What follows belongs to an exercise in optimizing a design on an open flow for small area and a short achievable clock period; a production flow would make more cautious choices. Where RTL was checked, it was by simulation tests only, not by an equivalence proof against the original. The RTL of run 2 was laid out without a check of its function.

==> flow/design.v (outline; a module is shown in full before it is edited, if it fits) <==
// module ecc80_codec: 1014 lines
module ecc80_codec (
    input  wire        clk,
    input  wire        rst,
    input  wire        enc_valid_i,
    input  wire [63:0] enc_data_i,
    output reg         enc_valid_o,
    output reg  [15:0] enc_check_o,
    input  wire        dec_valid_i,
    input  wire [79:0] dec_cw_i,
    output reg         dec_valid_o,
    output reg  [63:0] dec_data_o,
    output reg  [15:0] dec_check_o,
    output reg  [1:0]  dec_err_o
);
  // ...
==> flow/flow/run.sh <==
#!/bin/bash
# The standard layout (the standard.sh), with four changes:
#  - synthesis maps the logic with flow/abc_map.script (an area-oriented ABC
#    mapping: dch, map -a, then ABC's own buffering and sizing) in place of
#    ORFS's abc_speed.script. It runs on a copy of ORFS's scripts folder in
#    which only abc_speed.script is replaced; flip-flops are mapped before ABC
#    runs, so the registers are exactly those of the standard synthesis;
#  - synthesis runs without Yosys's extract_fa (ADDER_MAP_FILE empty), so the
#    parity and GF(2^7) logic is not cut into half-adder cells before ABC;
#  - clock tree synthesis runs without dummy loads (-dont_use_dummy_load),
#    with sink clusters of at most 25 sinks and 70 um;
#  - the buffers that buffer_ports puts on every input and output port are
#    sky130_fd_sc_hd__buf_1 instead of the cell OpenROAD picks by default.
# Each make call's whole output goes to its own log in the work folder
# (synth.log, standard.log); ORFS also keeps each step's log under orfs/logs/.
set -euo pipefail
cd "$(dirname "$0")/.."
rm -rf synth_scripts
cp -r "$FLOW_HOME/scripts" synth_scripts
cp flow/abc_map.script synth_scripts/abc_speed.script
bash standard.sh "ADDER_MAP_FILE=" "SCRIPTS_DIR=$PWD/synth_scripts" synth > synth.log 2>&1
bash standard.sh "ADDER_MAP_FILE=" "BUFFER_PORTS_ARGS=-buffer_cell sky130_fd_sc_hd__buf_1" \
    "CTS_ARGS=-sink_clustering_enable -repair_clock_nets -dont_use_dummy_load -sink_clustering_size 25 -sink_clustering_max_diameter 70" finish > standard.log 2>&1
==> flow/flow/abc_map.script <==
strash
dch
map -a
topo
stime -c
buffer -c
upsize -c
dnsize -c
==> flow/standard.sh <==
#!/bin/bash
# synth_recipe.tcl (not shown) runs the flow's synth.tcl, then flattens the netlist and writes it again
# the make line also repeats each setting of config.mk as NAME=value (left out here)
make -C /OpenROAD-flow-scripts/flow DESIGN_CONFIG=/design/flow/config.mk WORK_HOME=/design/flow/orfs CLKGATE_MAP_FILE= SYNTH_SCRIPT=/design/flow/synth_recipe.tcl "${@:-finish}"
==> flow/config.mk <==
export PLATFORM = sky130hd
export DESIGN_NAME = ecc80_codec
export DESIGN_NICKNAME = ecc80_codec
export VERILOG_FILES = /design/flow/design.v
export SDC_FILE = /design/flow/constraint.sdc
export NUM_CORES = 4
export LEC_CHECK = 0
export CAP_MARGIN = 20
export CORE_MARGIN = 2
export CORE_UTILIZATION = 65
export PLACE_DENSITY = 0.8
export SLEW_MARGIN = 70
==> flow/constraint.sdc <==
create_clock -name core_clock -period 22.0 [get_ports {clk}]
set_input_delay 4.4000 -clock core_clock [delete_from_list [all_inputs] [get_ports {clk}]]
set_output_delay 4.4000 -clock core_clock [all_outputs]
set_load 0.01 [all_outputs]
==> run notes, run 1 <==
count leader, synth -> xor2_1
global route overflow -> 0
placed inst area -> 18250 um^2
Area-dominant class -> multi-input combinational cells
Post-DP HPWL -> 39930 um
multi-input combinational area share -> 50.44%
capture point of the critical path -> dec_data_o[58]$_DFF_P_
synthesized instance count -> 1763
post-synth top area share -> 42.50%
CTS clk-pin slew, worst paths -> 0.10 ns
Synth Area in XOR/XNOR -> 35.44%
largest family of logic cells by synthesized area -> XOR/XNOR gates
fin util -> 75.19%
Worst Hold Depth -> 0
# H-tree levels -> 1
Multi-input gate area -> 9578 um^2
worst r2r src -> s1_q2[5]$_DFF_P_
Synth async-reset ratio -> 0%
final setup margin -> 16.19 ns
Seq Cell Count -> 355
Worst Clk Skew -> 0.05867 ns
CP max-delay cell -> dfxtp_1
Layout area overhead -> 13.55%
result of the run -> timing/DRC/antenna clean
first-pass GRT wire length -> 74160 um
largest net degree at the start of global routing -> 28
DR pass1 iterations -> 8
Inst Count DP -> 2329
max incr delay on CP -> 0.58 ns
worst r2r path cells -> 27
Commonest cells post-synth -> xor2_1 (358), dfxtp_1 (355), xnor2_1 (308), nand2_1 (185), nor2_1 (115)
Net Count, Synth -> 1911
busiest layer in global routing -> met2
==> run 2, diff against run 1 <==
--- a/flow/design.v
+++ b/flow/design.v
@@ -839,97 +839,97 @@
     wire [6:0] y;
     assign y[0] = 1'b0;
     assign y[1] = wv[2] ^ wv[3] ^ wv[4] ^ wv[6];
     assign y[2] = wv[3] ^ wv[4] ^ wv[6];
     assign y[3] = wv[5] ^ wv[6];
     assign y[4] = wv[1] ^ wv[2] ^ wv[4];
     assign y[5] = wv[3] ^ wv[5] ^ wv[6];
     assign y[6] = wv[3] ^ wv[6];
+    wire [6:0] x1 = gf_mul(s1, y);
+    wire [6:0] x2 = x1 ^ s1;
     reg  v_q2;
     reg  [79:0] r_q2;
     reg  sp_q2;
     reg  t_q2;
-    reg  [6:0] s1_q2;
     reg  clean_q2;
     reg  wunit_q2;
     reg  wtr_q2;
-    reg  [6:0] y_q2;
+    reg  [6:0] x1_q2;
+    reg  [6:0] x2_q2;
     always @(posedge clk) begin
         v_q2 <= v_q1 & ~rst;
         r_q2 <= r_q1;
         sp_q2 <= sp;
         t_q2 <= t;
-        s1_q2 <= s1;
         clean_q2 <= clean;
         wunit_q2 <= wunit;
         wtr_q2 <= wtr;
-        y_q2 <= y;
+        x1_q2 <= x1;
+        x2_q2 <= x2;
     end
-    wire [6:0] x1 = gf_mul(s1_q2, y_q2);
-    wire [6:0] x2 = x1 ^ s1_q2;
-    wire ok1 = pos_ok(x1);
-    wire ok2 = pos_ok(x2);
-    wire ch1 = pos_chk(x1);
-    wire ch2 = pos_chk(x2);
+    wire ok1 = pos_ok(x1_q2);
+    wire ok2 = pos_ok(x2_q2);
+    wire ch1 = pos_chk(x1_q2);
+    wire ch2 = pos_chk(x2_q2);
     wire one = sp_q2 & wunit_q2 & ok2;
     wire two = ~sp_q2 & ~clean_q2 & wtr_q2 & ok1 & ok2 & (t_q2 == (ch1 ^ ch2));
     wire fix = one | two;
     wire [79:0] flip;
     assign flip[79] = (clean_q2 & t_q2) | (one & (t_q2 ^ ch2));
     wire [15:0] h1, h2;
     wire [7:0]  l1, l2;
-    assign h1[0] = (x1[6:3] == 4'd0);
-    assign h2[0] = (x2[6:3] == 4'd0);
-    assign h1[1] = (x1[6:3] == 4'd1);
-    assign h2[1] = (x2[6:3] == 4'd1);
-    assign h1[2] = (x1[6:3] == 4'd2);
-    assign h2[2] = (x2[6:3] == 4'd2);
-    assign h1[3] = (x1[6:3] == 4'd3);
-    assign h2[3] = (x2[6:3] == 4'd3);
-    assign h1[4] = (x1[6:3] == 4'd4);
-    assign h2[4] = (x2[6:3] == 4'd4);
-    assign h1[5] = (x1[6:3] == 4'd5);
-    assign h2[5] = (x2[6:3] == 4'd5);
-    assign h1[6] = (x1[6:3] == 4'd6);
-    assign h2[6] = (x2[6:3] == 4'd6);
-    assign h1[7] = (x1[6:3] == 4'd7);
-    assign h2[7] = (x2[6:3] == 4'd7);
-    assign h1[8] = (x1[6:3] == 4'd8);
-    assign h2[8] = (x2[6:3] == 4'd8);
-    assign h1[9] = (x1[6:3] == 4'd9);
-    assign h2[9] = (x2[6:3] == 4'd9);
-    assign h1[10] = (x1[6:3] == 4'd10);
-    assign h2[10] = (x2[6:3] == 4'd10);
-    assign h1[11] = (x1[6:3] == 4'd11);
-    assign h2[11] = (x2[6:3] == 4'd11);
-    assign h1[12] = (x1[6:3] == 4'd12);
-    assign h2[12] = (x2[6:3] == 4'd12);
-    assign h1[13] = (x1[6:3] == 4'd13);
-    assign h2[13] = (x2[6:3] == 4'd13);
-    assign h1[14] = (x1[6:3] == 4'd14);
-    assign h2[14] = (x2[6:3] == 4'd14);
-    assign h1[15] = (x1[6:3] == 4'd15);
-    assign h2[15] = (x2[6:3] == 4'd15);
-    assign l1[0] = fix & (x1[2:0] == 3'd0);
-    assign l2[0] = fix & (x2[2:0] == 3'd0);
-    assign l1[1] = fix & (x1[2:0] == 3'd1);
-    assign l2[1] = fix & (x2[2:0] == 3'd1);
-    assign l1[2] = fix & (x1[2:0] == 3'd2);
-    assign l2[2] = fix & (x2[2:0] == 3'd2);
-    assign l1[3] = fix & (x1[2:0] == 3'd3);
-    assign l2[3] = fix & (x2[2:0] == 3'd3);
-    assign l1[4] = fix & (x1[2:0] == 3'd4);
-    assign l2[4] = fix & (x2[2:0] == 3'd4);
-    assign l1[5] = fix & (x1[2:0] == 3'd5);
-    assign l2[5] = fix & (x2[2:0] == 3'd5);
-    assign l1[6] = fix & (x1[2:0] == 3'd6);
-    assign l2[6] = fix & (x2[2:0] == 3'd6);
-    assign l1[7] = fix & (x1[2:0] == 3'd7);
-    assign l2[7] = fix & (x2[2:0] == 3'd7);
+    assign h1[0] = (x1_q2[6:3] == 4'd0);
+    assign h2[0] = (x2_q2[6:3] == 4'd0);
+    assign h1[1] = (x1_q2[6:3] == 4'd1);
+    assign h2[1] = (x2_q2[6:3] == 4'd1);
+    assign h1[2] = (x1_q2[6:3] == 4'd2);
+    assign h2[2] = (x2_q2[6:3] == 4'd2);
+    assign h1[3] = (x1_q2[6:3] == 4'd3);
+    assign h2[3] = (x2_q2[6:3] == 4'd3);
+    assign h1[4] = (x1_q2[6:3] == 4'd4);
+    assign h2[4] = (x2_q2[6:3] == 4'd4);
+    assign h1[5] = (x1_q2[6:3] == 4'd5);
+    assign h2[5] = (x2_q2[6:3] == 4'd5);
+    assign h1[6] = (x1_q2[6:3] == 4'd6);
+    assign h2[6] = (x2_q2[6:3] == 4'd6);
+    assign h1[7] = (x1_q2[6:3] == 4'd7);
+    assign h2[7] = (x2_q2[6:3] == 4'd7);
+    assign h1[8] = (x1_q2[6:3] == 4'd8);
+    assign h2[8] = (x2_q2[6:3] == 4'd8);
+    assign h1[9] = (x1_q2[6:3] == 4'd9);
+    assign h2[9] = (x2_q2[6:3] == 4'd9);
+    assign h1[10] = (x1_q2[6:3] == 4'd10);
+    assign h2[10] = (x2_q2[6:3] == 4'd10);
+    assign h1[11] = (x1_q2[6:3] == 4'd11);
+    assign h2[11] = (x2_q2[6:3] == 4'd11);
+    assign h1[12] = (x1_q2[6:3] == 4'd12);
+    assign h2[12] = (x2_q2[6:3] == 4'd12);
+    assign h1[13] = (x1_q2[6:3] == 4'd13);
+    assign h2[13] = (x2_q2[6:3] == 4'd13);
+    assign h1[14] = (x1_q2[6:3] == 4'd14);
+    assign h2[14] = (x2_q2[6:3] == 4'd14);
+    assign h1[15] = (x1_q2[6:3] == 4'd15);
+    assign h2[15] = (x2_q2[6:3] == 4'd15);
+    assign l1[0] = fix & (x1_q2[2:0] == 3'd0);
+    assign l2[0] = fix & (x2_q2[2:0] == 3'd0);
+    assign l1[1] = fix & (x1_q2[2:0] == 3'd1);
+    assign l2[1] = fix & (x2_q2[2:0] == 3'd1);
+    assign l1[2] = fix & (x1_q2[2:0] == 3'd2);
+    assign l2[2] = fix & (x2_q2[2:0] == 3'd2);
+    assign l1[3] = fix & (x1_q2[2:0] == 3'd3);
+    assign l2[3] = fix & (x2_q2[2:0] == 3'd3);
+    assign l1[4] = fix & (x1_q2[2:0] == 3'd4);
+    assign l2[4] = fix & (x2_q2[2:0] == 3'd4);
+    assign l1[5] = fix & (x1_q2[2:0] == 3'd5);
+    assign l2[5] = fix & (x2_q2[2:0] == 3'd5);
+    assign l1[6] = fix & (x1_q2[2:0] == 3'd6);
+    assign l2[6] = fix & (x2_q2[2:0] == 3'd6);
+    assign l1[7] = fix & (x1_q2[2:0] == 3'd7);
+    assign l2[7] = fix & (x2_q2[2:0] == 3'd7);
     assign flip[64] = (h1[0] & l1[1]) | (h2[0] & l2[1]);
     assign flip[65] = (h1[0] & l1[2]) | (h2[0] & l2[2]);
     assign flip[66] = (h1[0] & l1[4]) | (h2[0] & l2[4]);
     assign flip[67] = (h1[1] & l1[0]) | (h2[1] & l2[0]);
     assign flip[68] = (h1[2] & l1[0]) | (h2[2] & l2[0]);
     assign flip[69] = (h1[4] & l1[0]) | (h2[4] & l2[0]);
     assign flip[70] = (h1[8] & l1[0]) | (h2[8] & l2[0]);
     assign flip[71] = (h1[1] & l1[1]) | (h2[1] & l2[1]);
==> flow/config.mk (replaced) <==
export PLATFORM = sky130hd
export DESIGN_NAME = ecc80_codec
export DESIGN_NICKNAME = ecc80_codec
export VERILOG_FILES = /design/flow/design.v
export SDC_FILE = /design/flow/constraint.sdc
export NUM_CORES = 4
export LEC_CHECK = 0
export CAP_MARGIN = 20
export CORE_MARGIN = 2
export CORE_UTILIZATION = 55
export PLACE_DENSITY = 0.7
export SLEW_MARGIN = 70
==> run 2 against run 1 <==
  * Final area grew 2.2%
  * Via count shrank 2.4%
  * Clock skew grew 0.033 ns
  * Area after synthesis grew 1.6%
  * Utilization shrank 12 points
  * Wire length shrank 3.4%
  * Sequential share of layout area shrank 0.51 points
  * Worst setup slack lost 0.90 ns
  * Register-to-register slack lost 0.90 ns
  * Critical path depth grew 10
  * Highest routed layer unchanged
==> run notes, run 2 <==
Final min period -> 6.716 ns (was 5.813 ns)
Sink Count -> 358 (was 355)
Commonest cells post-synth -> dfxtp_1 (358), xor2_1 (350), xnor2_1 (300), nand2_1 (169), nor2_1 (136) (was xor2_1 (358), dfxtp_1 (355), xnor2_1 (308), nand2_1 (185), nor2_1 (115))
vias in the first global route -> 12750 (was 12780)
final setup margin -> 15.28 ns (was 16.19 ns)
crit path DAT -> 7.12 ns (was 6.24 ns)
RSZ-0062 raised after global routing -> no (unchanged)
Layout area overhead -> 14.31% (was 13.55%)
final setup TNS -> 0 ns (unchanged)
largest net degree at the start of global routing -> 33 (was 28)
register area share after synthesis -> 42.20% (was 42.50%)
DR WL/cell -> 19.99 um (was 21.56 um)
RePlAce Congestion -> 0.9717 (was 1.025)
max incr delay on CP -> 0.37 ns (was 0.58 ns)
fin util -> 63.63% (was 75.19%)
count leader, synth -> dfxtp_1 (was xor2_1)
hold_buf cts -> 0 (unchanged)
# rows -> 64 (was 58)
Max-slew headroom -> 66.14% (was 65.56%)
kind of critical path -> reg -> reg (unchanged)
flop2flop setup slack -> 15.28 ns (was 16.19 ns)
CP endpoint kind -> flop (unchanged)
die area -> 32300 um^2 (was 27030 um^2)
number of flops mapped to enable cells by yosys -> 0 (unchanged)
worst path required time -> 22.41 ns (was 22.43 ns)
DR vias/cell -> 5.381 (was 5.746)
placed inst area -> 18640 um^2 (was 18250 um^2)
Worst Clk Skew -> 0.09213 ns (was 0.05867 ns)
CP max FO -> 16 (was 17)
worst r2r src -> pc_q1[1]$_DFF_P_ (was s1_q2[5]$_DFF_P_)
Main synth FF type -> dfxtp_1 (unchanged)
Placement Setup Slack -> 15.47 ns (was 15.79 ns)
Inst Count DP -> 2423 (was 2329)
Seq cells post-synth -> 358 (was 355)
final WL -> 49010 um (was 50720 um)
Max Cap Viol -> 0 (unchanged)
DR pass1 iterations -> 5 (was 8)
capture point of the critical path -> ok2$_DFF_P_ (was dec_data_o[58]$_DFF_P_)
Setup Buffers After CTS -> 0 (unchanged)
TritonCTS buffer count -> 23 (was 21)
clock buffer depth -> 3 (unchanged)
synthesized instance count -> 1792 (was 1763)
Die Height -> 179.7 um (was 164.4 um)
vias post-DR -> 13200 (was 13520)
Fin Hold WS -> 0.2732 ns (was 0.2804 ns)
first-pass GRT wire length -> 73520 um (was 74160 um)
antenna-violating nets left -> 0 (unchanged)
Slew @ Worst Pin -> 0.5079 ns (was 0.5165 ns)
Nets -> 2204 (was 2172)
Worst-Skew Late Latency -> 0.56 ns (was 0.53 ns)
Post-DP HPWL -> 39340 um (was 39930 um)
Hold Crit Class -> reg -> reg (unchanged)
Root Driver -> clkbuf_16 (unchanged)
port bufs -> 247 (unchanged)
R2R Path End -> ok2$_DFF_P_ (was dec_data_o[58]$_DFF_P_)
global route overflow -> 0 (unchanged)
worst r2r path cells -> 37 (was 27)
core area -> 30510 um^2 (was 25250 um^2)
# H-tree levels -> 1 (unchanged)
result of the run -> timing/DRC/antenna clean (unchanged)
most frequent cell on the critical path -> xor2_1 (unchanged)
I/O pins -> 248 (unchanged)
most frequent cells in the layout -> dfxtp_1 (358), xor2_1 (340), xnor2_1 (267) (was dfxtp_1 (355), xor2_1 (348), xnor2_1 (280))
Horiz. Die Dim -> 179.7 um (was 164.4 um)
post-CTS resize count -> 0 (unchanged)
Period Utilization, post-route -> 30.53% (was 26.42%)
Post-route DRC -> 0 (unchanged)
most common cell after layout, fill and taps aside -> dfxtp_1 (unchanged)
element type at the critical path start -> flop (unchanged)
fmax -> 0.1489 GHz (was 0.1720 GHz)
Post-Syn Area -> 16980 um^2 (was 16720 um^2)
Unique masters post-synth -> 57 (was 54)
Iteration-0 DRC Markers -> 1614 (was 1943)
FILL cells -> 2601 (was 1862)
CTS clk-pin slew, worst paths -> 0.10 ns (about the same)
area leader, netlist -> dfxtp_1 (unchanged)
Final Max Slew Viols -> 0 (unchanged)
final hold vios -> 0 (unchanged)
initial antenna violation count -> 3 (was 2)
Net Count, Synth -> 1940 (was 1911)
Final Non-Filler Cells -> 2452 (was 2353)
Synth Area per Inst -> 9.477 um^2 (was 9.485 um^2)
FF/Latch Area -> 7167 um^2 (was 7107 um^2)
cell area after layout -> 19410 um^2 (was 18990 um^2)
post-synth top area share -> 42.20% (was 42.50%)
total global-route track usage -> 29.25% (was 36.47%)
Multi-input gate area -> 9717 um^2 (was 9578 um^2)
CP max-delay cell -> dfxtp_1 (unchanged)
Setup crit start -> pc_q1[1]$_DFF_P_ (was s1_q2[5]$_DFF_P_)
CTS tree -> yes (unchanged)
ratio of cells with drive above 1 in the final layout -> 10.37% (was 8.704%)
initial core utilization -> 55.66% (was 66.22%)
Yosys warnings -> 1 (unchanged)
setup violators final -> 0 (unchanged)
main area contributors after synthesis -> dfxtp_1 (42%), xor2_1 (18%), xnor2_1 (15%) (was dfxtp_1 (42%), xor2_1 (19%), xnor2_1 (16%))
Synth async-reset ratio -> 0% (unchanged)
## run 2: changes by cell type in the layout (fill, tap and decap cells not counted), moves of 11 or more
| cell | change |
|---|---|
| o21ai_1 | +11 |
| nor2_1 | +24 |
| nor3_1 | -13 |
| xnor2_2 | +11 |
| o21ai_0 | -12 |
| nand2_1 | -11 |
| xnor2_1 | -13 |
## run 2: worst min-delay path by stage
stage	startpoint	endpoint	slack, ns	cells after the start
final	r_q1[3]$_DFF_P_	r_q2[3]$_DFF_P_	0.27	0
after global routing	r_q1[3]$_DFF_P_	r_q2[3]$_DFF_P_	0.27	0
after CTS	r_q1[3]$_DFF_P_	r_q2[3]$_DFF_P_	0.27	0
after detailed placement	r_q1[1]$_DFF_P_	r_q2[1]$_DFF_P_	0.31	0
after global placement	r_q1[70]$_DFF_P_	r_q2[70]$_DFF_P_	0.31	0
after floorplan	r_q1[0]$_DFF_P_	r_q2[0]$_DFF_P_	0.31	0
## run 2: final cells by class
class / count / area share [%]
Tap cell: 396 / 2.552
Antenna cell: 2 / 0.02578
Multi-Input combinational cell: 1306 / 50.05
Clock buffer: 23 / 2.965
Inverter: 98 / 1.953
Sequential cell: 358 / 36.92
Timing Repair Buffer: 269 / 5.530
## run 2: cells by family (layout without fill, tap and decap cells)
kind of cell	count (synthesis)	after routing	share of synthesized area, %
XOR/XNOR	667	667	35.22
AND/OR/NAND/NOR	427	427	11.45
flip-flops	358	358	42.20
AO/OA/AOI/OAI	212	212	8.016
buffers and inverters	128	390	3.116
other	0	2	0
## run 2: routing by layer
layer,share of wire [%],global-route usage [%]
met4,2.8,7.805
met1,44,41.49
met3,9.1,4.964
met2,44,46.19
met5,0,0
## run 2: worst max-delay path: cells and delay by family (launching register included)
family,cells,cell delay [ns]
buf+inv,4,0.44
flops,1,0.37
xor+xnor,10,2.44
compound gates,8,1.32
simple gates,15,1.96

==> static timing again, ports no longer ideal <==
No port has a modelled driver above. Below, the same layouts with a new extraction and two added sets of constraints.
Step 1: set_driving_cell puts a clkbuf_16 on clk and a buf_2 on each other input, an assumption about the parent block.
Step 2 times the ports against the registers' clock, not the clock port: input delays grow and output delays shrink by t, the midpoint of the rising clock arrivals with the driver on.
Three values: ideal, step 1, step 2; two values: the first two.
| run | shift t [ns] | setup WS [ns] | worst hold slack (ns) | worst setup path at the end |
|---|---|---|---|---|
| run 1 | 0.559 | 16.187 / 16.187 / 15.669 | 0.280 / 0.280 / 0.280 | input to register |
| run 2 | 0.564 | 15.284 / 15.284 / 15.284 | 0.273 / 0.273 / 0.273 | register to register |
After both steps every run listed still meets setup and hold. For run 1, which loses most, drivers alone change the setup slack by 0.000 ns; drivers and shift together by -0.518 ns.
